This design comes from an exercise in tuning for small area, a short achievable clock period and few clock cycles per item on the open sky130 flow, not from production work. Only simulation tests tie the RTL to the original design; equivalence was not proved. No activity file was given, so power comes from the tool's default toggle rates.

Setup of ember:
// rs136_dec
module rs136_dec (
    input  wire       clk,
    input  wire       rst,
    input  wire       in_valid,
    input  wire [9:0] in_sym,
    output wire       in_ready,
    output reg        out_valid,
    output reg  [9:0] out_sym,
    output reg        out_last,
    output reg        out_fail,
    output reg  [2:0] out_nerr
);
export LEC_CHECK = 0
export CAP_MARGIN = 20
export CORE_MARGIN = 2
export CORE_UTILIZATION = 70
export CTS_BUF_LIST = sky130_fd_sc_hd__clkbuf_16
export CTS_CLUSTER_DIAMETER = 50
export CTS_CLUSTER_SIZE = 22
export SLEW_MARGIN = 20
create_clock -name core_clock -period 20.0 [get_ports {clk}]
run.sh (not shown) runs the stock make flow with config.mk's settings and CLKGATE_MAP_FILE= SYNTH_SCRIPT=/design/flow/synth_recipe.tcl, a recipe that flattens the netlist after the stock synthesis.
Testbench counts of ember, summed over its fixed seeds: cycles 27,488, items 192.
Relative to ember, the following input files were edited for raven:
# ember
export LEC_CHECK = 0
export CAP_MARGIN = 20
export CORE_MARGIN = 2
export CORE_UTILIZATION = 70
export CTS_BUF_LIST = sky130_fd_sc_hd__clkbuf_16
export CTS_CLUSTER_DIAMETER = 50
export CTS_CLUSTER_SIZE = 22
export SLEW_MARGIN = 20
create_clock -name core_clock -period 20.0 [get_ports {clk}]
# raven
export LEC_CHECK = 0
export CAP_MARGIN = 20
export CORE_MARGIN = 2
export CORE_UTILIZATION = 70
export CTS_BUF_LIST = sky130_fd_sc_hd__clkbuf_8
export CTS_CLUSTER_DIAMETER = 50
export CTS_CLUSTER_SIZE = 16
export PLACE_DENSITY = 0.85
export SLEW_MARGIN = 20
create_clock -name core_clock -period 20.0 [get_ports {clk}]
Findings:
raven vs. ember: met3 track demand over resource grew by 0.58 points, fmax shrank by 4.2 MHz. ~same combinational power in ember and raven. The standard cells in raven occupy less silicon area than those in ember do.
Inputs modified between raven and willow:
# raven
export LEC_CHECK = 0
export CAP_MARGIN = 20
export CORE_MARGIN = 2
export CORE_UTILIZATION = 70
export CTS_BUF_LIST = sky130_fd_sc_hd__clkbuf_8
export CTS_CLUSTER_DIAMETER = 50
export CTS_CLUSTER_SIZE = 16
export PLACE_DENSITY = 0.85
export SLEW_MARGIN = 20
create_clock -name core_clock -period 20.0 [get_ports {clk}]
# willow
export LEC_CHECK = 0
export CAP_MARGIN = 20
export CORE_MARGIN = 2
export CORE_UTILIZATION = 70
export CTS_BUF_LIST = sky130_fd_sc_hd__clkbuf_8
export CTS_CLUSTER_DIAMETER = 50
export CTS_CLUSTER_SIZE = 16
export SLEW_MARGIN = 20
create_clock -name core_clock -period 20.0 [get_ports {clk}]
==> flow/flow/run.sh (new file) <==
#!/bin/bash
# The standard layout (standard.sh: the ORFS flow, standard synthesis
# unchanged) with only the clock tree options changed: clkbuf_8 sink
# buffers in clusters of at most 16 sinks, a clkbuf_16 root buffer, and no
# dummy loads. The full output of the flow goes to flow_standard.log; ORFS
# keeps each step's own log under orfs/logs.
set -euo pipefail
export CTS_ARGS="-sink_clustering_enable -repair_clock_nets -sink_clustering_size 16 -sink_clustering_max_diameter 50 -buf_list sky130_fd_sc_hd__clkbuf_8 -root_buf sky130_fd_sc_hd__clkbuf_16 -dont_use_dummy_load"
bash standard.sh > flow_standard.log 2>&1
==> flow/standard.sh (new file) <==
#!/bin/bash
# synth_recipe.tcl (not shown) runs the flow's synth.tcl, then flattens the netlist and writes it again
# the make line also repeats each setting of config.mk as NAME=value (left out here)
make -C /OpenROAD-flow-scripts/flow DESIGN_CONFIG=/design/flow/config.mk WORK_HOME=/design/flow/orfs CLKGATE_MAP_FILE= SYNTH_SCRIPT=/design/flow/synth_recipe.tcl "${@:-finish}"
removed: flow/run.sh
### Flow results
willow vs. raven: highest clock rate increased by 6.3 MHz relative to the old numbers; layout overhead on the synthesized area dropped 0.84 points; clock transition at the registers of the reported paths flat.
There was hardly any difference in combined area of the multi-input logic cells between raven and willow.
willow vs. raven: proportion of power drawn by the clock network down 1.6 points; worst-case register-to-register setup slack has increased.
Largest net degree at the start of global routing went up by more than 10% going from raven to willow.
From raven to willow the numbers moved as follows: via count fell by 798; cell area reported after detailed placement stayed essentially flat.
### willow -> xenon
# willow
export LEC_CHECK = 0
export CAP_MARGIN = 20
export CORE_MARGIN = 2
export CORE_UTILIZATION = 70
export CTS_BUF_LIST = sky130_fd_sc_hd__clkbuf_8
export CTS_CLUSTER_DIAMETER = 50
export CTS_CLUSTER_SIZE = 16
export SLEW_MARGIN = 20
create_clock -name core_clock -period 20.0 [get_ports {clk}]
# xenon
export LEC_CHECK = 0
export CAP_MARGIN = 20
export CORE_MARGIN = 2
export CORE_UTILIZATION = 70
export CTS_BUF_LIST = sky130_fd_sc_hd__clkbuf_8
export CTS_CLUSTER_DIAMETER = 40
export CTS_CLUSTER_SIZE = 14
export SLEW_MARGIN = 20
create_clock -name core_clock -period 20.0 [get_ports {clk}]
==> flow/run.sh (new file) <==
#!/bin/bash
# synth_recipe.tcl (not shown) runs the flow's synth.tcl, then flattens the netlist and writes it again
# the make line also repeats each setting of config.mk as NAME=value (left out here)
make -C /OpenROAD-flow-scripts/flow DESIGN_CONFIG=/design/flow/config.mk WORK_HOME=/design/flow/orfs CLKGATE_MAP_FILE= SYNTH_SCRIPT=/design/flow/synth_recipe.tcl finish
removed: flow/flow/run.sh
removed: flow/standard.sh
## What came out
For xenon, the launching instance or port of the critical path was out_sym[5], unlike willow, where it was in_ready_r. Taking willow as the reference, in xenon total wire length picked up an extra 2.9%; final standard cell count with taps included and fillers excluded now sits higher; data arrival at the endpoint of the critical path +160 ps. From willow to xenon the numbers moved as follows: post-route minimum period higher; length of routed met3 wiring now sits higher; cell area climbed about 1.9%.


rs136_dec, a different RTL version from the one above (not shown whole).
For scale: ~5200 cells after synthesis, about 2300 flip-flops.
==> flow/config.mk <==
export PLATFORM = sky130hd
export DESIGN_NAME = rs136_dec
export DESIGN_NICKNAME = rs136_dec
export VERILOG_FILES = /design/flow/design.v
export SDC_FILE = /design/flow/constraint.sdc
export NUM_CORES = 4
export LEC_CHECK = 0
export CAP_MARGIN = 20
export CORE_MARGIN = 2
export CORE_UTILIZATION = 70
export CTS_BUF_LIST = sky130_fd_sc_hd__clkbuf_8
export CTS_CLUSTER_DIAMETER = 60
export CTS_CLUSTER_SIZE = 18
export SLEW_MARGIN = 20
==> flow/constraint.sdc <==
create_clock -name core_clock -period 20.0 [get_ports {clk}]
set_input_delay 4.0000 -clock core_clock [delete_from_list [all_inputs] [get_ports {clk}]]
set_output_delay 4.0000 -clock core_clock [all_outputs]
set_load 0.01 [all_outputs]
Stock flow here: none of the scripts above is used.
The baseline finished with timing, DRC and antenna clean.
Testbench counts at the start, summed over its fixed seeds: cycles 27,488, items 192.
Edit:
--- a/flow/config.mk
+++ b/flow/config.mk
@@ -10 +10 @@
-export CORE_UTILIZATION = 70
+export CORE_UTILIZATION = 65
@@ -12,2 +12,2 @@
-export CTS_CLUSTER_DIAMETER = 60
-export CTS_CLUSTER_SIZE = 18
+export CTS_CLUSTER_DIAMETER = 50
+export CTS_CLUSTER_SIZE = 16
What happened: Via count stays flat. Sequential share of layout area decreases by 0.67 points. Sequential power is about the same. First-iteration DRC count decreases by a little under a tenth. Total power increases by a few percent.

==> separate check: timing with driven ports <==
The flow's constraints put no driver on any port. The routed layouts listed below were extracted and timed again, unchanged, in two steps. Step 1 (the two cells are an assumption about what drives the block):
set clk [get_ports {clk}]
set_driving_cell -lib_cell sky130_fd_sc_hd__clkbuf_16 $clk
set_driving_cell -lib_cell sky130_fd_sc_hd__buf_2 [delete_from_list [all_inputs] $clk]
Step 2 moves the port delays by t, midway between the first and last clock arrival at a register: inputs arrive t later, outputs are due t later. That takes back most of the time a late clock gives input paths. Slacks: no drivers / after step 1 / after step 2; pairs: no drivers / after step 1.
| run | shift t [ns] | slack for setup (ns) | worst slew at a driven data input, ns |
|---|---|---|---|
| ember | 0.830 | 14.364 / 14.293 / 14.586 | 0.03 |
| raven | 0.932 | 14.229 / 14.162 / 14.567 | 0.03 |
| willow | 0.752 | 14.430 / 14.361 / 14.632 | 0.03 |
| xenon | 0.949 | 14.268 / 14.201 / 14.595 | 0.03 |
| the first run of note 2 | 0.916 | 14.263 / 14.199 / 14.705 | 0.03 |
| the second run of note 2 | 0.921 | 14.284 / 14.216 / 14.690 | 0.03 |
After both steps setup and hold are still met in every run listed.
